This is an optimization exercise on Yosys and OpenROAD, whose aim is small area, a short achievable clock period and few clock cycles, not a production implementation. At most, simulation tests tie the RTL to the original design; equivalence was not proved.

==> v27 <==
// crc_channel
module crc_channel (
    input  wire        clk,
    input  wire        rst,             
    input  wire        cmd_go,
    input  wire [2:0]  cmd_set,
    input  wire        cmd_expect_en,
    input  wire [31:0] cmd_len,
    input  wire [63:0] cmd_exp,
    input  wire        cmd_terminate,
    input  wire        in_valid,
    output wire        in_ready,
    input  wire [63:0] in_data,
    output reg         done,
    output wire [1:0]  state,
    output reg  [7:0]  code,
    output reg         match,
    output reg  [63:0] result
);
export LEC_CHECK = 0
export CAP_MARGIN = 20
export CORE_MARGIN = 2
export CORE_UTILIZATION = 40
export SLEW_MARGIN = 20
create_clock -name core_clock -period 20.0 [get_ports {clk}]
run.sh (not shown) runs the stock make flow with config.mk's settings and CLKGATE_MAP_FILE= SYNTH_SCRIPT=/design/flow/synth_recipe.tcl, a recipe that flattens the netlist after the stock synthesis.
==> v17 (differences from v27) <==
--- a/flow/design.v
+++ b/flow/design.v
@@ -19,21 +19,21 @@
     localparam [7:0] DONE_OK          = 8'h00;
     localparam [7:0] REJECTED_INVALID = 8'h10;
     localparam [7:0] ABORTED_FAULT    = 8'h21;
     localparam [7:0] FAILED_CHECK     = 8'h32;
     reg        run_q;       
     reg        rdy_q;       
     reg        valid_q;     
+    reg        first_q;     
     reg [4:0]  sel_q;       
-    reg [2:0]  k_q;         
-    reg [7:0]  mask_q;      
+    reg [2:0]  u_q;         
     reg        exp_en_q;
-    reg [63:0] xexp_q;      
-    reg [31:3] rem_q;       
-    reg [63:0] rot_q;       
+    reg [63:0] exp_q;
+    reg [31:0] rem_q;       
+    reg [63:0] data_q;      
     reg [63:0] prev_q;      
     reg [63:0] crc_q;       
     function [63:0] ist0(input [2:0] p);
         case (p)
             3'd0: ist0 = 64'h00000000FFFFFFFF;
             3'd1: ist0 = 64'h00000000F0958FD9;
             3'd2: ist0 = 64'h000000009A1C9D90;
@@ -88,25 +88,20 @@
             3'd3: ist4 = 64'h0000000000000000;
             3'd4: ist4 = 64'h0000000000000000;
             3'd5: ist4 = 64'h0000000000000000;
             3'd6: ist4 = 64'h0000000000000000;
             3'd7: ist4 = 64'h0000000000000000;
         endcase
     endfunction
-    wire [2:0]   kin    = run_q ? k_q : cmd_len[2:0];
-    wire [127:0] dd     = {in_data, in_data};
-    wire [63:0]  rot_in = dd >> {kin, 3'b000};
-    wire [63:0]  window;
-    genvar gj;
-    generate
-        for (gj = 0; gj < 8; gj = gj + 1) begin : g_win
-            assign window[8*gj +: 8] = mask_q[gj] ? rot_q[8*gj +: 8] : prev_q[8*gj +: 8];
-        end
-    endgenerate
-    wire [63:0]  x = window ^ crc_q;
+    wire [119:0] pair   = {data_q, prev_q[63:8]};
+    wire [63:0]  window = pair >> {u_q, 3'b000};
+    wire [63:0]  init_st = ({64{sel_q[0]}} & ist0(~u_q)) | ({64{sel_q[1]}} & ist1(~u_q)) |
+                           ({64{sel_q[2]}} & ist2(~u_q)) | ({64{sel_q[3]}} & ist3(~u_q)) |
+                           ({64{sel_q[4]}} & ist4(~u_q));
+    wire [63:0]  x = window ^ (first_q ? init_st : crc_q);
     wire c0 = x[12] ^ x[13];
     wire c1 = x[18] ^ x[36];
     wire c2 = x[14] ^ x[42];
     wire c3 = x[11] ^ x[32];
     wire c4 = x[15] ^ x[38];
     wire c5 = x[3] ^ x[61];
     wire c6 = x[40] ^ x[49];
@@ -1973,56 +1968,47 @@
     assign nat_new[59] = (sel_q[4] & y4_59);
     assign nat_new[60] = (sel_q[4] & y4_60);
     assign nat_new[61] = (sel_q[4] & y4_61);
     assign nat_new[62] = (sel_q[4] & y4_62);
     assign nat_new[63] = (sel_q[4] & y4_63);
     wire [63:0] xorout  = {32'h0, {24{sel_q[0] | sel_q[1]}}, {8{sel_q[0] | sel_q[1] | sel_q[3]}}};
     wire [63:0] res_new = nat_new ^ xorout;
-    wire        eq      = (nat_new == xexp_q);
-    wire       idle    = !run_q;
-    wire       invalid = cmd_set[2] & (cmd_set[1] | cmd_set[0]);
-    wire       len0    = (cmd_len == 32'd0);
-    wire       len_le8 = (cmd_len[31:4] == 28'd0) && !(cmd_len[3] && cmd_len[2:0] != 3'd0);
-    wire       start   = idle && cmd_go && !invalid && !len0;
-    wire       take    = in_valid && rdy_q;
-    wire       proc    = run_q && valid_q;
-    wire       knz     = (k_q != 3'd0);
-    wire       last    = (rem_q[31:4] == 28'd0) && !(rem_q[3] && knz);
-    wire       gt16    = (rem_q[31:5] != 27'd0) || (rem_q[4] && (rem_q[3] || knz));
-    wire       term    = run_q && cmd_terminate;
-    wire       fin     = proc && last && !cmd_terminate;
-    wire [4:0] sel_in  = (cmd_set == 3'd0) ? 5'b00001 :
-                         (cmd_set == 3'd1) ? 5'b00010 :
-                         (cmd_set == 3'd2) ? 5'b00100 :
-                         (cmd_set == 3'd3) ? 5'b01000 : 5'b10000;
-    wire [63:0] xo_in  = {32'h0, {24{sel_in[0] | sel_in[1]}}, {8{sel_in[0] | sel_in[1] | sel_in[3]}}};
-    wire [2:0]  p_in   = 3'd0 - cmd_len[2:0];
-    wire [63:0] init_in = ({64{sel_in[0]}} & ist0(p_in)) | ({64{sel_in[1]}} & ist1(p_in)) |
-                          ({64{sel_in[2]}} & ist2(p_in)) | ({64{sel_in[3]}} & ist3(p_in)) |
-                          ({64{sel_in[4]}} & ist4(p_in));
-    integer i;
+    wire        eq      = (res_new == exp_q);
+    wire idle    = !run_q;
+    wire invalid = cmd_set[2] & (cmd_set[1] | cmd_set[0]);
+    wire len0    = (cmd_len == 32'd0);
+    wire len_le8 = (cmd_len[31:4] == 28'd0) && !(cmd_len[3] && cmd_len[2:0] != 3'd0);
+    wire start   = idle && cmd_go && !invalid && !len0;
+    wire take    = in_valid && rdy_q;
+    wire proc    = run_q && valid_q;
+    wire last    = (rem_q[31:4] == 28'd0) && !(rem_q[3] && rem_q[2:0] != 3'd0);
+    wire gt16    = (rem_q[31:5] != 27'd0) || (rem_q[4] && rem_q[3:0] != 4'd0);
+    wire term    = run_q && cmd_terminate;
+    wire fin     = proc && last && !cmd_terminate;
     assign in_ready = rdy_q;
     assign state    = {1'b0, run_q};
     always @(posedge clk) begin
-        rot_q   <= rot_in;
+        data_q  <= in_data;
         valid_q <= take;
         if (idle) begin
-            sel_q    <= sel_in;
-            k_q      <= cmd_len[2:0];
-            for (i = 0; i < 8; i = i + 1)
-                mask_q[i] <= (i >= p_in);
+            sel_q    <= (cmd_set == 3'd0) ? 5'b00001 :
+                        (cmd_set == 3'd1) ? 5'b00010 :
+                        (cmd_set == 3'd2) ? 5'b00100 :
+                        (cmd_set == 3'd3) ? 5'b01000 : 5'b10000;
+            u_q      <= cmd_len[2:0] - 3'd1;
             exp_en_q <= cmd_expect_en;
-            xexp_q   <= cmd_exp ^ xo_in;
-            rem_q    <= cmd_len[31:3];
-            crc_q    <= init_in;
+            exp_q    <= cmd_exp;
+            rem_q    <= cmd_len;
         end else if (proc) begin
-            rem_q    <= rem_q - 29'd1;
-            crc_q    <= st_new;
+            rem_q    <= rem_q - 32'd8;
         end
-        prev_q  <= proc ? rot_q : (run_q ? prev_q : 64'h0);
+        if (proc)
+            crc_q <= st_new;
+        prev_q  <= proc ? data_q : (run_q ? prev_q : 64'h0);
+        first_q <= idle ? 1'b1 : (proc ? 1'b0 : first_q);
     end
     always @(posedge clk) begin
         if (rst) begin
             run_q  <= 1'b0;
             rdy_q  <= 1'b1;
             done   <= 1'b0;
             code   <= 8'h00;
==> v1 (differences from v27) <==
- CORE_UTILIZATION: 40 -> 50
- PLACE_DENSITY: default -> 0.7
==> v33 (differences from v27) <==
- CAP_MARGIN: 20 -> 50
- SLEW_MARGIN: 20 -> 70
==> comparison table <==
Result of the run: v33 complete, no violations; v17 complete, no violations; v1 complete, no violations; v27 complete, no violations
Worst setup path end: v33 code[5]; v17 match; v1 crc_q[3]; v27 crc_q[3]
Hold-critical path endpoint: v33 result[61]; v17 result[57]; v1 result[39]; v27 result[39]
Kind of start point of the critical path: v33 flip-flop; v17 flip-flop; v1 input pin; v27 input pin
Signal buf overhead: v33 0.114; v17 0.0805; v1 0.0831; v27 0.0831
Multi-input gate share of total cell area: v33 0.642; v17 0.642; v1 0.652; v27 0.647
TritonCTS Buffers: v33 42; v17 42; v1 40; v27 42
Number of clock buffers in the layout: v33 59; v17 49; v1 52; v27 54
Wire length of the first global-routing pass: v33 307000 um; v17 305000 um; v1 298000 um; v27 301000 um
Vias: v33 33100; v17 31800; v1 34100; v27 31800
Worst Path Buf+Inv: v33 9; v17 2; v1 4; v27 4
FF-to-FF path depth: v33 23; v17 17; v1 15; v27 16
Global Route met1 Usage: v33 0.569; v17 0.572; v1 0.642; v27 0.569
Number of distinct standard cells referenced by the synthesized netlist: v33 75; v17 91; v1 75; v27 75
Overall routed net length: v33 238000 um; v17 238000 um; v1 232000 um; v27 235000 um
Instance count of the mapped netlist: v33 3567; v17 3444; v1 3567; v27 3567
Largest stage delay on the critical path: v33 0.61 ns; v17 1.00 ns; v1 1.07 ns; v27 1.05 ns
Testbench counts of v27, summed over its fixed seeds: cycles 17,301.
Testbench counts of v17, summed over its fixed seeds: cycles 17,301.
Testbench counts of v1, summed over its fixed seeds: cycles 17,301.
Testbench counts of v33, summed over its fixed seeds: cycles 17,301.

========
==> 10-27 <==
crc_channel, a different RTL version from the one above (not shown whole).
==> flow/config.mk <==
export PLATFORM = sky130hd
export DESIGN_NAME = crc_channel
export DESIGN_NICKNAME = crc_channel
export VERILOG_FILES = /design/flow/design.v
export SDC_FILE = /design/flow/constraint.sdc
export NUM_CORES = 4
export LEC_CHECK = 0
export CAP_MARGIN = 20
export CORE_MARGIN = 2
export CORE_UTILIZATION = 40
export SLEW_MARGIN = 50
export SYNTH_HIERARCHICAL = 1
==> flow/constraint.sdc <==
create_clock -name core_clock -period 20.0 [get_ports {clk}]
set_input_delay 4.0000 -clock core_clock [delete_from_list [all_inputs] [get_ports {clk}]]
set_output_delay 4.0000 -clock core_clock [all_outputs]
set_load 0.01 [all_outputs]
standard.sh (not shown) runs the stock make flow with config.mk's settings and CLKGATE_MAP_FILE= SYNTH_SCRIPT=/design/flow/synth_recipe.tcl, a recipe that flattens the netlist after the stock synthesis.
==> flow/flow/run.sh <==
#!/bin/bash
# The standard layout (standard.sh: standard synthesis, floorplan, placement,
# CTS, routing, finish), with one change: the buffers that buffer_ports puts on
# every input and output port are sky130_fd_sc_hd__buf_2 cells instead of the
# cell buffer_ports picks by itself (clkdlybuf4s50_1, a delay cell).
# make's full output goes to flow_make.log here; each ORFS step also writes its
# own log under orfs/logs/.
set -euo pipefail
bash standard.sh 'BUFFER_PORTS_ARGS=-buffer_cell sky130_fd_sc_hd__buf_2' finish > flow_make.log 2>&1
==> inputs of 02-07, as changes to 10-27 <==
--- a/flow/design.v
+++ b/flow/design.v
@@ -23,60 +23,33 @@
     reg        run_q;       
     reg        st_q;        
     reg        rdy_q;       
     reg        valid_q;     
     reg        pend_q;      
-    reg        first_q;     
-    reg        nb_q;        
     reg [4:0]  sel_q;       
     reg [2:0]  k_q;         
     reg [7:0]  mask_q;      
     reg        exp_en_q;
     reg [63:0] xexp_q;      
     reg [31:3] rem_q;       
     reg [63:0] head_q;      
     reg [55:0] tail_q;      
+    reg [55:0] prev_q;      
     reg [63:0] crc_q;       
-    wire       idle    = !run_q;
-    wire       invalid = cmd_set[2] & (cmd_set[1] | cmd_set[0]);
-    wire       len0    = (cmd_len == 32'd0);
-    wire       len_le8 = (cmd_len[31:4] == 28'd0) && !(cmd_len[3] && cmd_len[2:0] != 3'd0);
-    wire       start   = idle && cmd_go && !invalid && !len0;
-    wire       take    = in_valid && rdy_q;
-    wire       proc    = run_q && valid_q;
-    wire       knz     = (k_q != 3'd0);
-    wire       last    = (rem_q[31:4] == 28'd0) && !(rem_q[3] && knz);
-    wire       gt16    = (rem_q[31:5] != 27'd0) || (rem_q[4] && (rem_q[3] || knz));
-    wire [4:0] sel_in  = (cmd_set == 3'd0) ? 5'b00001 :
-                         (cmd_set == 3'd1) ? 5'b00010 :
-                         (cmd_set == 3'd2) ? 5'b00100 :
-                         (cmd_set == 3'd3) ? 5'b01000 : 5'b10000;
     wire [2:0]   kin    = run_q ? k_q : cmd_len[2:0];
-    wire [4:0]   sel_fb = idle ? sel_in : (nb_q ? sel_q : 5'b00000);    
-    wire [63:0]  inv_in = {32'h0, {16{sel_fb[0] | sel_fb[1]}}, {8{sel_fb[0] | sel_fb[1] | sel_fb[2]}},
-                           {8{sel_fb[0] | sel_fb[1] | sel_fb[2] | sel_fb[3]}}};
-    wire [63:0]  d_in   = in_data ^ inv_in;
-    wire [127:0] dd     = {d_in, d_in};
+    wire [127:0] dd     = {in_data, in_data};
     wire [63:0]  rot_in = dd >> {kin, 3'b000};
     wire [7:0]   m_in;
     wire [63:0]  head_in, tail_in;
     genvar gj;
     generate
         for (gj = 0; gj < 8; gj = gj + 1) begin : g_win
             assign head_in[8*gj +: 8] = m_in[gj] ? rot_in[8*gj +: 8] : 8'h00;
             assign tail_in[8*gj +: 8] = m_in[gj] ? 8'h00 : rot_in[8*gj +: 8];
         end
     endgenerate
-    wire [63:0]  x = head_q ^ crc_q;
-    wire [63:0]  ovf = ({64{sel_q[0] & (k_q == 3'd1)}} & 64'h0000000000FFFFFF) |
-                       ({64{sel_q[0] & (k_q == 3'd2)}} & 64'h000000000000FFFF) |
-                       ({64{sel_q[0] & (k_q == 3'd3)}} & 64'h00000000000000FF) |
-                       ({64{sel_q[1] & (k_q == 3'd1)}} & 64'h0000000000FFFFFF) |
-                       ({64{sel_q[1] & (k_q == 3'd2)}} & 64'h000000000000FFFF) |
-                       ({64{sel_q[1] & (k_q == 3'd3)}} & 64'h00000000000000FF) |
-                       ({64{sel_q[2] & (k_q == 3'd1)}} & 64'h00000000000000FF);
-    wire [63:0]  add_new = last ? (first_q ? ovf : 64'h0) : {8'h00, tail_q};
+    wire [63:0]  x = head_q ^ {8'h00, prev_q} ^ crc_q;
     wire c0;
     crc_x2 u_c0 (.a(x[12]), .b(x[13]), .y(c0));
     wire c1;
     crc_x2 u_c1 (.a(x[18]), .b(x[36]), .y(c1));
     wire c2;
@@ -3690,25 +3663,74 @@
     assign nat[62] = (sel_q[4] & crc_q[6]);
     assign nat[63] = (sel_q[4] & crc_q[7]);
     wire [63:0] xorout  = {32'h0, {24{sel_q[0] | sel_q[1]}}, {8{sel_q[0] | sel_q[1] | sel_q[3]}}};
     wire [63:0] res_new = nat ^ xorout;
     wire        eq      = (nat == xexp_q);
+    wire       idle    = !run_q;
+    wire       invalid = cmd_set[2] & (cmd_set[1] | cmd_set[0]);
+    wire       len0    = (cmd_len == 32'd0);
+    wire       len_le8 = (cmd_len[31:4] == 28'd0) && !(cmd_len[3] && cmd_len[2:0] != 3'd0);
+    wire       start   = idle && cmd_go && !invalid && !len0;
+    wire       take    = in_valid && rdy_q;
+    wire       proc    = run_q && valid_q;
+    wire       knz     = (k_q != 3'd0);
+    wire       last    = (rem_q[31:4] == 28'd0) && !(rem_q[3] && knz);
+    wire       gt16    = (rem_q[31:5] != 27'd0) || (rem_q[4] && (rem_q[3] || knz));
+    wire [4:0] sel_in  = (cmd_set == 3'd0) ? 5'b00001 :
+                         (cmd_set == 3'd1) ? 5'b00010 :
+                         (cmd_set == 3'd2) ? 5'b00100 :
+                         (cmd_set == 3'd3) ? 5'b01000 : 5'b10000;
     wire [63:0] xo_in  = {32'h0, {24{sel_in[0] | sel_in[1]}}, {8{sel_in[0] | sel_in[1] | sel_in[3]}}};
-    reg [7:0]   mask_in;
-    always @(*) begin
-        case (cmd_len[2:0])
-            3'd0: mask_in = 8'hFF;
-            3'd1: mask_in = 8'h80;
-            3'd2: mask_in = 8'hC0;
-            3'd3: mask_in = 8'hE0;
-            3'd4: mask_in = 8'hF0;
-            3'd5: mask_in = 8'hF8;
-            3'd6: mask_in = 8'hFC;
-            default: mask_in = 8'hFE;
-        endcase
-    end
+    wire [2:0]  p_in   = 3'd0 - cmd_len[2:0];
+    wire [7:0]  mask_in;
+    generate
+        for (gj = 0; gj < 8; gj = gj + 1) begin : g_mask
+            assign mask_in[gj] = (gj >= p_in);
+        end
+    endgenerate
     assign m_in = run_q ? mask_q : mask_in;
+    wire [7:0]  k_in;
+    genvar gk;
+    generate
+        for (gk = 0; gk < 8; gk = gk + 1) begin : g_k
+            assign k_in[gk] = (cmd_len[2:0] == gk);
+        end
+    endgenerate
+    wire [63:0] ist0 = ({64{k_in[0]}} & 64'h00000000FFFFFFFF) |
+                      ({64{k_in[1]}} & 64'h0000000046865AA9) |
+                      ({64{k_in[2]}} & 64'h00000000AF4C9D16) |
+                      ({64{k_in[3]}} & 64'h00000000F47BF9CC) |
+                      ({64{k_in[4]}} & 64'h000000009226F562) |
+                      ({64{k_in[5]}} & 64'h00000000A32E2681) |
+                      ({64{k_in[6]}} & 64'h000000009A1C9D90) |
+                      ({64{k_in[7]}} & 64'h00000000F0958FD9);
+    wire [63:0] ist1 = ({64{k_in[0]}} & 64'h00000000FFFFFFFF) |
+                      ({64{k_in[1]}} & 64'h00000000F145FF88) |
+                      ({64{k_in[2]}} & 64'h0000000008DE2648) |
+                      ({64{k_in[3]}} & 64'h00000000CBAA9B55) |
+                      ({64{k_in[4]}} & 64'h00000000641F6454) |
+                      ({64{k_in[5]}} & 64'h0000000096DB52A8) |
+                      ({64{k_in[6]}} & 64'h000000002804363B) |
+                      ({64{k_in[7]}} & 64'h00000000A942E6BC);
+    wire [63:0] ist2 = ({64{k_in[0]}} & 64'h000000000000FFFF) |
+                      ({64{k_in[1]}} & 64'h000000000000B18D) |
+                      ({64{k_in[2]}} & 64'h00000000000025F1) |
+                      ({64{k_in[3]}} & 64'h0000000000003EDA) |
+                      ({64{k_in[4]}} & 64'h0000000000003754) |
+                      ({64{k_in[5]}} & 64'h000000000000712D) |
+                      ({64{k_in[6]}} & 64'h000000000000CF84) |
+                      ({64{k_in[7]}} & 64'h0000000000000C1E);
+    wire [63:0] ist3 = ({64{k_in[0]}} & 64'h00000000000000FF) |
+                      ({64{k_in[1]}} & 64'h000000000000000F) |
+                      ({64{k_in[2]}} & 64'h000000000000009A) |
+                      ({64{k_in[3]}} & 64'h0000000000000044) |
+                      ({64{k_in[4]}} & 64'h000000000000005A) |
+                      ({64{k_in[5]}} & 64'h0000000000000041) |
+                      ({64{k_in[6]}} & 64'h00000000000000C9) |
+                      ({64{k_in[7]}} & 64'h000000000000007D);
+    wire [63:0] ist4 = 64'h0;
+    wire [63:0] init_in = ({64{sel_in[0]}} & ist0) | ({64{sel_in[1]}} & ist1) | ({64{sel_in[2]}} & ist2) | ({64{sel_in[3]}} & ist3) | ({64{sel_in[4]}} & ist4);
     integer i;
     assign in_ready = rdy_q;
     assign state    = {1'b0, st_q};
     always @(posedge clk) begin
         head_q  <= head_in;
@@ -3723,15 +3745,14 @@
             rem_q    <= cmd_len[31:3];
         end else if (proc) begin
             rem_q    <= rem_q - 29'd1;
         end
         if (idle)
-            crc_q <= 64'h0;
+            crc_q <= init_in;
         else if (proc)
-            crc_q <= st_new ^ add_new;
-        first_q <= idle ? 1'b1 : (proc ? 1'b0 : first_q);
-        nb_q    <= (idle | nb_q) & !take;
+            crc_q <= st_new;
+        prev_q  <= proc ? tail_q : (run_q ? prev_q : 56'h0);
     end
     always @(posedge clk) begin
         if (rst) begin
             run_q  <= 1'b0;
             st_q   <= 1'b0;
--- a/flow/config.mk
+++ b/flow/config.mk
@@ -6,7 +6,7 @@
 export NUM_CORES = 4
 export LEC_CHECK = 0
 export CAP_MARGIN = 20
 export CORE_MARGIN = 2
 export CORE_UTILIZATION = 40
-export SLEW_MARGIN = 50
+export SLEW_MARGIN = 20
 export SYNTH_HIERARCHICAL = 1
==> results.txt <==
- Via count is about the same in 02-07 and 10-27.
- Between 02-07 and 10-27, the lower synthesized cell count is in 02-07 (gap about 0.54%, measured against 10-27).
- Fmax: 10-27 is larger than 02-07 (about 9%).
- In 02-07 the clock skew is lower than in 10-27, by 0.0039 ns.
- Wire length: 02-07 is larger than 10-27 (about 3%).
- Of 10-27 and 02-07, 10-27 has the higher global-route usage (gap 2.0 points).
- Of 10-27 and 02-07, 10-27 has the higher utilization (gap 1.2 points).
- Between 02-07 and 10-27, the lower die area is in 10-27 (gap 7.7%, measured against 10-27).
==> figures <==
metric	10-27	02-07
Via count of the first global-routing pass	30252	30877
Clk Latency, worst-skew pair	0.58 ns	0.63 ns
Result of the run	timing/DRC/antenna clean	timing/DRC/antenna clean
Tot GR Track Use	48.1%	46.1%
Final wirelength	217000 µm	224000 µm
Routed wl met3	30100 µm	27300 µm
Arrival @ worst endpoint	6.53 ns	7.17 ns
Fraction of the yosys area taken by sequential cells	24.6%	29.0%
Share of layout cells above drive strength 1	18.0%	15.6%
Final Core Density	48.3%	47.1%
Final cell count without fillers	5466	5503
Number of combinational gates with multiple inputs	3353	3283
Cell count of the worst reg-to-reg path	14	11
Number of storage elements in the synthesis netlist	371	425
Launch point of the worst hold path	result[48]$_SDFFE_PP0P_	result[43]$_SDFFE_PP0P_
Global routing usage on met2	65.5%	63.4%
Arithmetic-cell share of the synthesized area counting full adders, half adders and majority gates	0.0366%	0.305%
Fin area	41100 µm²	43100 µm²
Syn avg cell area	8.72 µm²	9.45 µm²
Setup slack at placement	13.43 ns	12.91 ns
Worst stage delay on the critical path	0.45 ns	0.59 ns
Testbench counts of 10-27, summed over its fixed seeds: cycles 18,581.
Function not checked in 02-07: the RTL went through the layout flow alone.

-- afterwards: timing with drivers on the ports --
How much do the figures lean on ideal ports? The routed layouts below were timed once more, with nothing changed but the port constraints. Step 1 sets driving cells, clkbuf_16 on the clock port and buf_2 on the other inputs (assumed; they add their load-dependent delay and slew). Step 2 moves the port delays by t, midway between the first and last clock arrival at a register: inputs arrive t later, outputs are due t later. That takes back most of the time a late clock gives input paths. Three values: no drivers, after step 1, after step 2; two values: the first two.
run	t (ns)	setup slack, ns	clock arrival spread, ns	cell pins on the clock port's net
v27	0.681	12.329 / 12.381 / 11.700	0.035 / 0.036	1
v17	0.696	10.810 / 10.810 / 10.810	0.072 / 0.072	1
v1	0.673	12.405 / 12.458 / 11.785	0.080 / 0.080	1
v33	0.692	13.008 / 13.008 / 12.925	0.051 / 0.051	1
10-27	0.617	13.912 / 13.938 / 13.322	0.053 / 0.053	1
02-07	0.679	13.385 / 13.427 / 12.748	0.049 / 0.049	1
After both steps setup and hold are still met in every run listed. For 02-07, which loses most, drivers alone change the setup slack by +0.042 ns; drivers and shift together by -0.637 ns.
